Source: an optimization exercise on an open RTL-to-GDS flow (aim: small area and a short achievable clock period). Production flows keep margins and buffers that such runs may drop.
At most, simulation tests tie the RTL to the original design; equivalence was not proved.

==> inputs of trial 81 <==
// pst_rx
module pst_rx (
    input  wire        clk,
    input  wire        rst,            
    input  wire        in_valid,       
    input  wire [65:0] in_data,        
    input  wire        inv_auto,       
    input  wire        restart,        
    input  wire        lockloss_clr,   
    output wire        blk_valid,
    output wire        blk_ctrl,
    output wire [63:0] blk_data,
    output wire        locked,
    output wire        rx_inv,
    output wire        inv_event,
    output wire [31:0] blkerr,
    output wire [15:0] lockloss,
    output wire        fr_sof,
    output wire        fr_valid,
    output wire [63:0] fr_data,
    output wire        fr_end,
    output wire        fr_good,
    output wire [15:0] frame_ok,
    output wire [15:0] frame_err
);
    pst_phy_rx u_phy (
        .clk(clk), .rst(rst), .in_valid(in_valid), .in_data(in_data),
        .inv_auto(inv_auto), .restart(restart), .lockloss_clr(lockloss_clr),
        .out_valid(blk_valid), .out_ctrl(blk_ctrl), .out_data(blk_data),
        .locked(locked), .rx_inv(rx_inv), .inv_event(inv_event),
        .blkerr(blkerr), .lockloss(lockloss));
    pst_frame_rx u_frame (
        .clk(clk), .rst(rst),
        .blk_valid(blk_valid), .blk_ctrl(blk_ctrl), .blk_data(blk_data),
        .locked(locked),
        .fr_sof(fr_sof), .fr_valid(fr_valid), .fr_data(fr_data),
        .fr_end(fr_end), .fr_good(fr_good),
  ...
==> module pst_phy_rx, before the edit <==
module pst_phy_rx (
    input  wire        clk,
    input  wire        rst,            
    input  wire        in_valid,       
    input  wire [65:0] in_data,        
    input  wire        inv_auto,       
    input  wire        restart,        
    input  wire        lockloss_clr,   
    output reg         out_valid,      
    output reg         out_ctrl,       
    output wire [63:0] out_data,       
    output wire        locked,         
    output wire        rx_inv,         
    output wire        inv_event,      
    output reg  [31:0] blkerr,         
    output reg  [15:0] lockloss        
);
    reg  [65:0] prev_word;     
    reg  [6:0]  boundary;      
    reg  [5:0]  hunt_cnt;      
    reg  [63:0] err_hist;      
    reg  [3:0]  err_cnt;       
    reg  [63:0] scr_blk;       
    reg         scr_new;       
    reg  [57:0] scr_state;     
    reg         locked_q;      
    reg         rx_inv_q;      
    reg         inv_pend;      
    reg         inv_cand;      
    reg  [5:0]  inv_run_q;     
    reg  [1:0]  hdr_q;         
    wire [121:0] scr_ext = {scr_blk, scr_state};
    reg  [63:0]  payload;
    integer j;
    always @(*) begin
        for (j = 0; j < 64; j = j + 1)
            payload[j] = scr_ext[58 + j] ^ scr_ext[19 + j] ^ scr_ext[j];
    end
    assign out_data = payload;
    wire [63:0] cpl = ~payload;
    wire is_train   = (cpl[7:0] == 8'h01) && (cpl[15:12] == 4'h0) &&
                      (cpl[63:16] == 48'h3C3C_3C3C_3C3C);
    wire is_losidle = (cpl[7:0] == 8'h02) && (cpl[8] == 1'b0);
    wire is_idle    = (cpl[7:0] == 8'h03) && (cpl[63:8] == 56'd0);
    wire is_cpl     = is_train || is_losidle || is_idle;
    wire fire = inv_cand & is_cpl;
    assign inv_event = fire;
    assign locked    = locked_q & ~fire;
    assign rx_inv    = rx_inv_q | fire;
    wire [5:0] inv_run = !inv_pend ? inv_run_q :
                         (is_cpl && !fire) ? (inv_run_q == 6'd32 ? 6'd32 : inv_run_q + 6'd1) :
                         6'd0;
    wire [65:0]  word    = in_data ^ {66{rx_inv}};
    wire [131:0] window  = {word, prev_word};
    wire [129:0] st7 = window[131:2];
    wire [129:0] st6;
    wire [97:0]  st5;
    wire [81:0]  st4;
    wire [73:0]  st3;
    wire [69:0]  st2;
    wire [67:0]  st1;
    wire [66:0]  sh;
    genvar g;
    generate
        for (g = 0; g < 130; g = g + 1) begin : g_st6
            if (g <= 65)      assign st6[g] = boundary[6] ? st7[g + 64] : st7[g];
            else if (g <= 67) assign st6[g] = boundary[6] ? 1'b0 : st7[g];
            else              assign st6[g] = st7[g];
        end
        for (g = 0; g < 98; g = g + 1) begin : g_st5
            assign st5[g] = boundary[5] ? st6[g + 32] : st6[g];
        end
        for (g = 0; g < 82; g = g + 1) begin : g_st4
            assign st4[g] = boundary[4] ? st5[g + 16] : st5[g];
        end
        for (g = 0; g < 74; g = g + 1) begin : g_st3
            assign st3[g] = boundary[3] ? st4[g + 8] : st4[g];
        end
        for (g = 0; g < 70; g = g + 1) begin : g_st2
            assign st2[g] = boundary[2] ? st3[g + 4] : st3[g];
        end
        for (g = 0; g < 68; g = g + 1) begin : g_st1
            assign st1[g] = boundary[1] ? st2[g + 2] : st2[g];
        end
        for (g = 0; g < 67; g = g + 1) begin : g_st0
            assign sh[g] = boundary[0] ? st1[g + 1] : st1[g];
        end
    endgenerate
    wire [63:0]  scrambled = sh[63:0];
    wire         b65 = (boundary == 7'd65);
    wire         h0 = hdr_q[0];
    wire         h1 = b65 ? word[0] : hdr_q[1];
    wire         hdr_valid = h0 ^ h1;
    wire         hdr_data  = h1;           
    wire cut     = in_valid & ~restart;
    wire lk_cut  = cut & locked;
    wire slip    = cut & ~locked & ~hdr_valid;
    wire drop    = lk_cut & ~hdr_valid & (err_cnt == 4'd15) & ~err_hist[63];
    always @(posedge clk) begin
        if (in_valid)
            prev_word[65:2] <= word[65:2];
        scr_blk <= scrambled;
        scr_new <= in_valid;
        if (scr_new)
            scr_state <= scr_blk[63:6];
        out_ctrl <= h0;
        if (cut)
            err_hist <= {err_hist[62:0], ~hdr_valid};
        if (!locked)
            err_cnt <= 4'd0;
        else if (cut)
            err_cnt <= err_cnt + {3'd0, ~hdr_valid} - {3'd0, err_hist[63]};
        if (rst) begin
            prev_word[1:0] <= 2'd0;
            hdr_q     <= 2'd0;
            boundary  <= 7'd0;
            hunt_cnt  <= 6'd0;
            out_valid <= 1'b0;
            locked_q  <= 1'b0;
            rx_inv_q  <= 1'b0;
            inv_pend  <= 1'b0;
            inv_cand  <= 1'b0;
            inv_run_q <= 6'd0;
            blkerr    <= 32'd0;
            lockloss  <= 16'd0;
        end else begin
            if (in_valid) begin
                prev_word[1:0] <= word[1:0];
                if (slip)
                    hdr_q <= b65 ? word[1:0] : sh[66:65];
                else
                    hdr_q <= sh[65:64];
            end
            out_valid <= lk_cut & hdr_valid;
            inv_pend  <= lk_cut & hdr_valid & hdr_data & ~drop;
            inv_cand  <= lk_cut & hdr_valid & hdr_data & ~drop & inv_auto &
                         (inv_run[5] | (&inv_run[4:0]));
            rx_inv_q  <= rx_inv & ~restart;
            locked_q  <= locked;
            inv_run_q <= inv_run;
            if (lockloss_clr)
                lockloss <= 16'd0;
            if (lk_cut & ~hdr_valid)
                blkerr <= blkerr + 32'd1;
            if (drop && (lockloss != 16'hFFFF || lockloss_clr))
                lockloss <= lockloss_clr ? 16'd1 : lockloss + 16'd1;
            if (restart) begin
                locked_q  <= 1'b0;
                hunt_cnt  <= 6'd0;
                inv_run_q <= 6'd0;
            end else if (in_valid) begin
                if (!locked) begin
                    if (hdr_valid) begin
                        hunt_cnt <= hunt_cnt + 6'd1;
                        if (hunt_cnt == 6'd63)
                            locked_q <= 1'b1;
                    end else begin
                        hunt_cnt <= 6'd0;
                        boundary <= (boundary == 7'd65) ? 7'd0 : boundary + 7'd1;
                    end
                    inv_run_q <= 6'd0;
                end else begin
                    if (drop)
                        locked_q <= 1'b0;
                    if (!(hdr_valid & hdr_data) | drop)
                        inv_run_q <= 6'd0;
                end
            end
        end
    end
endmodule
Settings: LEC_CHECK=0, CAP_MARGIN=20, CORE_MARGIN=2, CORE_UTILIZATION=40, PLACE_DENSITY=0.6, SLEW_MARGIN=20; clock period 13.0 ns.
run.sh (not shown) runs the stock make flow with config.mk's settings and CLKGATE_MAP_FILE= SYNTH_SCRIPT=/design/flow/synth_recipe.tcl, a recipe that flattens the netlist after the stock synthesis.
==> inputs of trial 46, as changes to trial 81 <==
--- a/flow/design.v
+++ b/flow/design.v
@@ -9,5 +9,5 @@
     output reg         out_valid,      
     output reg         out_ctrl,       
-    output wire [63:0] out_data,       
+    output reg  [63:0] out_data,       
     output wire        locked,         
     output wire        rx_inv,         
@@ -21,6 +21,4 @@
     reg  [63:0] err_hist;      
     reg  [3:0]  err_cnt;       
-    reg  [63:0] scr_blk;       
-    reg         scr_new;       
     reg  [57:0] scr_state;     
     reg         locked_q;      
@@ -30,13 +28,6 @@
     reg  [5:0]  inv_run_q;     
     reg  [1:0]  hdr_q;         
-    wire [121:0] scr_ext = {scr_blk, scr_state};
-    reg  [63:0]  payload;
-    integer j;
-    always @(*) begin
-        for (j = 0; j < 64; j = j + 1)
-            payload[j] = scr_ext[58 + j] ^ scr_ext[19 + j] ^ scr_ext[j];
-    end
-    assign out_data = payload;
-    wire [63:0] cpl = ~payload;
+    reg         hdr_pol;       
+    wire [63:0] cpl = ~out_data;
     wire is_train   = (cpl[7:0] == 8'h01) && (cpl[15:12] == 4'h0) &&
                       (cpl[63:16] == 48'h3C3C_3C3C_3C3C);
@@ -51,5 +42,5 @@
                          (is_cpl && !fire) ? (inv_run_q == 6'd32 ? 6'd32 : inv_run_q + 6'd1) :
                          6'd0;
-    wire [65:0]  word    = in_data ^ {66{rx_inv}};
+    wire [65:0]  word    = in_data;
     wire [131:0] window  = {word, prev_word};
     wire [129:0] st7 = window[131:2];
@@ -88,7 +79,14 @@
     endgenerate
     wire [63:0]  scrambled = sh[63:0];
+    wire [121:0] scr_ext = {scrambled, scr_state};
+    reg  [63:0]  payload;
+    integer j;
+    always @(*) begin
+        for (j = 0; j < 64; j = j + 1)
+            payload[j] = scr_ext[58 + j] ^ scr_ext[19 + j] ^ scr_ext[j] ^ rx_inv_q;
+    end
     wire         b65 = (boundary == 7'd65);
-    wire         h0 = hdr_q[0];
-    wire         h1 = b65 ? word[0] : hdr_q[1];
+    wire         h0 = hdr_q[0] ^ hdr_pol;
+    wire         h1 = b65 ? (in_data[0] ^ rx_inv) : (hdr_q[1] ^ hdr_pol);
     wire         hdr_valid = h0 ^ h1;
     wire         hdr_data  = h1;           
@@ -100,8 +98,7 @@
         if (in_valid)
             prev_word[65:2] <= word[65:2];
-        scr_blk <= scrambled;
-        scr_new <= in_valid;
-        if (scr_new)
-            scr_state <= scr_blk[63:6];
+        out_data <= payload;
+        if (in_valid)
+            scr_state <= scrambled[63:6];
         out_ctrl <= h0;
         if (cut)
@@ -114,4 +111,5 @@
             prev_word[1:0] <= 2'd0;
             hdr_q     <= 2'd0;
+            hdr_pol   <= 1'b0;
             boundary  <= 7'd0;
             hunt_cnt  <= 6'd0;
@@ -127,4 +125,5 @@
             if (in_valid) begin
                 prev_word[1:0] <= word[1:0];
+                hdr_pol <= rx_inv;
                 if (slip)
                     hdr_q <= b65 ? word[1:0] : sh[66:65];
==> flow/flow/run.sh (new file) <==
#!/bin/bash
# The standard ORFS layout (standard.sh, the standard flow's SDC and config), with:
# - synthesis by flow/lean_synth.tcl: the standard flow's synthesis script with an
#   area-oriented ABC mapping script (flow/lean.abc); same flip-flops/names;
set -euo pipefail
W=$(pwd)
export LEAN_ABC_SCRIPT="$W/flow/lean.abc"
mapfile -t ARGS < <(grep -v '^#' flow/make_args.txt | sed '/^$/d')
bash standard.sh "SYNTH_SCRIPT=$W/flow/lean_synth.tcl" "${ARGS[@]}" finish > standard_flow.log 2>&1
==> flow/flow/lean.abc (new file) <==
&get -n
&st
&dch
&nf
&put
topo
stime -c
==> flow/flow/lean_synth.tcl (new file) <==
# The standard flow's synthesis script (synth_recipe.tcl) with one change: ABC maps the
# logic with flow/lean.abc (area-oriented mapping, no buffering or upsizing)
# instead of ORFS's speed script; the layout's timing repair sizes the gates.
# Flip-flops, yosys synth -nofsm -noshare, flattening and renaming as the standard flow's.
proc synth {args} { yosys synth -nofsm -noshare {*}$args }
proc abc {args} {
  set i [lsearch -exact $args -script]
  if {$i >= 0} { set args [lreplace $args [expr {$i+1}] [expr {$i+1}] $::env(LEAN_ABC_SCRIPT)] }
  yosys abc {*}$args
}
source $::env(SCRIPTS_DIR)/synth.tcl
# left out here: clear keep_hierarchy, flatten, clean up, hide names made inside functions, write 1_2_yosys.v
==> flow/flow/make_args.txt (new file) <==
SETUP_SLACK_MARGIN=8.3
TNS_END_PERCENT=10
BUFFER_PORTS_ARGS=-buffer_cell sky130_fd_sc_hd__buf_1
==> flow/standard.sh (new file) <==
#!/bin/bash
# synth_recipe.tcl (not shown) runs the flow's synth.tcl, then flattens the netlist and writes it again
# the make line also repeats each setting of config.mk as NAME=value (left out here)
make -C /OpenROAD-flow-scripts/flow DESIGN_CONFIG=/design/flow/config.mk WORK_HOME=/design/flow/orfs CLKGATE_MAP_FILE= SYNTH_SCRIPT=/design/flow/synth_recipe.tcl "${@:-finish}"
- CORE_UTILIZATION: 40 -> 65
- CTS_CLUSTER_DIAMETER: default -> 100
- CTS_CLUSTER_SIZE: default -> 22
- PLACE_DENSITY: 0.6 -> 0.8
removed: flow/run.sh
==> summary of the runs <==
Flip-flop and latch count is the same in trial 81 and trial 46. Of trial 46 and trial 81, trial 81 has the higher clock-buffer cell count (gap 25). In trial 81 the synthesized cell count is higher than in trial 46, by 23%.
For trial 81, only the layout was checked, not whether the RTL still works.

separate check: timing with driven ports:
The results above use ideal ports. As a check the final layouts listed here were re-extracted and re-timed, cells and wires unchanged.
Step 1, drivers: a clkbuf_16 drives clk and a buf_2 each remaining input, both assumed.
Step 2 adds t to the input delays and takes it off the output delays; t is the mean of the earliest and latest rising clock arrival at the registers after step 1. Input paths then give back, and output paths get back, about the clock's delay inside the block.
Slacks: no drivers / after step 1 / after step 2; pairs: no drivers / after step 1.
run	t (ns)	setup WS [ns]	worst hold slack (ns)	worst setup path at the end	clock arrival spread, ns
trial 81	0.688	5.394 / 5.329 / 6.017	0.396 / 0.396 / 0.396	register to output	0.036 / 0.035
trial 46	0.656	7.651 / 7.591 / 7.338	0.425 / 0.425 / 0.425	input to register	0.032 / 0.032
After both steps setup and hold are still met in every run listed. For trial 46, which loses most, drivers alone change the setup slack by -0.060 ns; drivers and shift together by -0.313 ns.
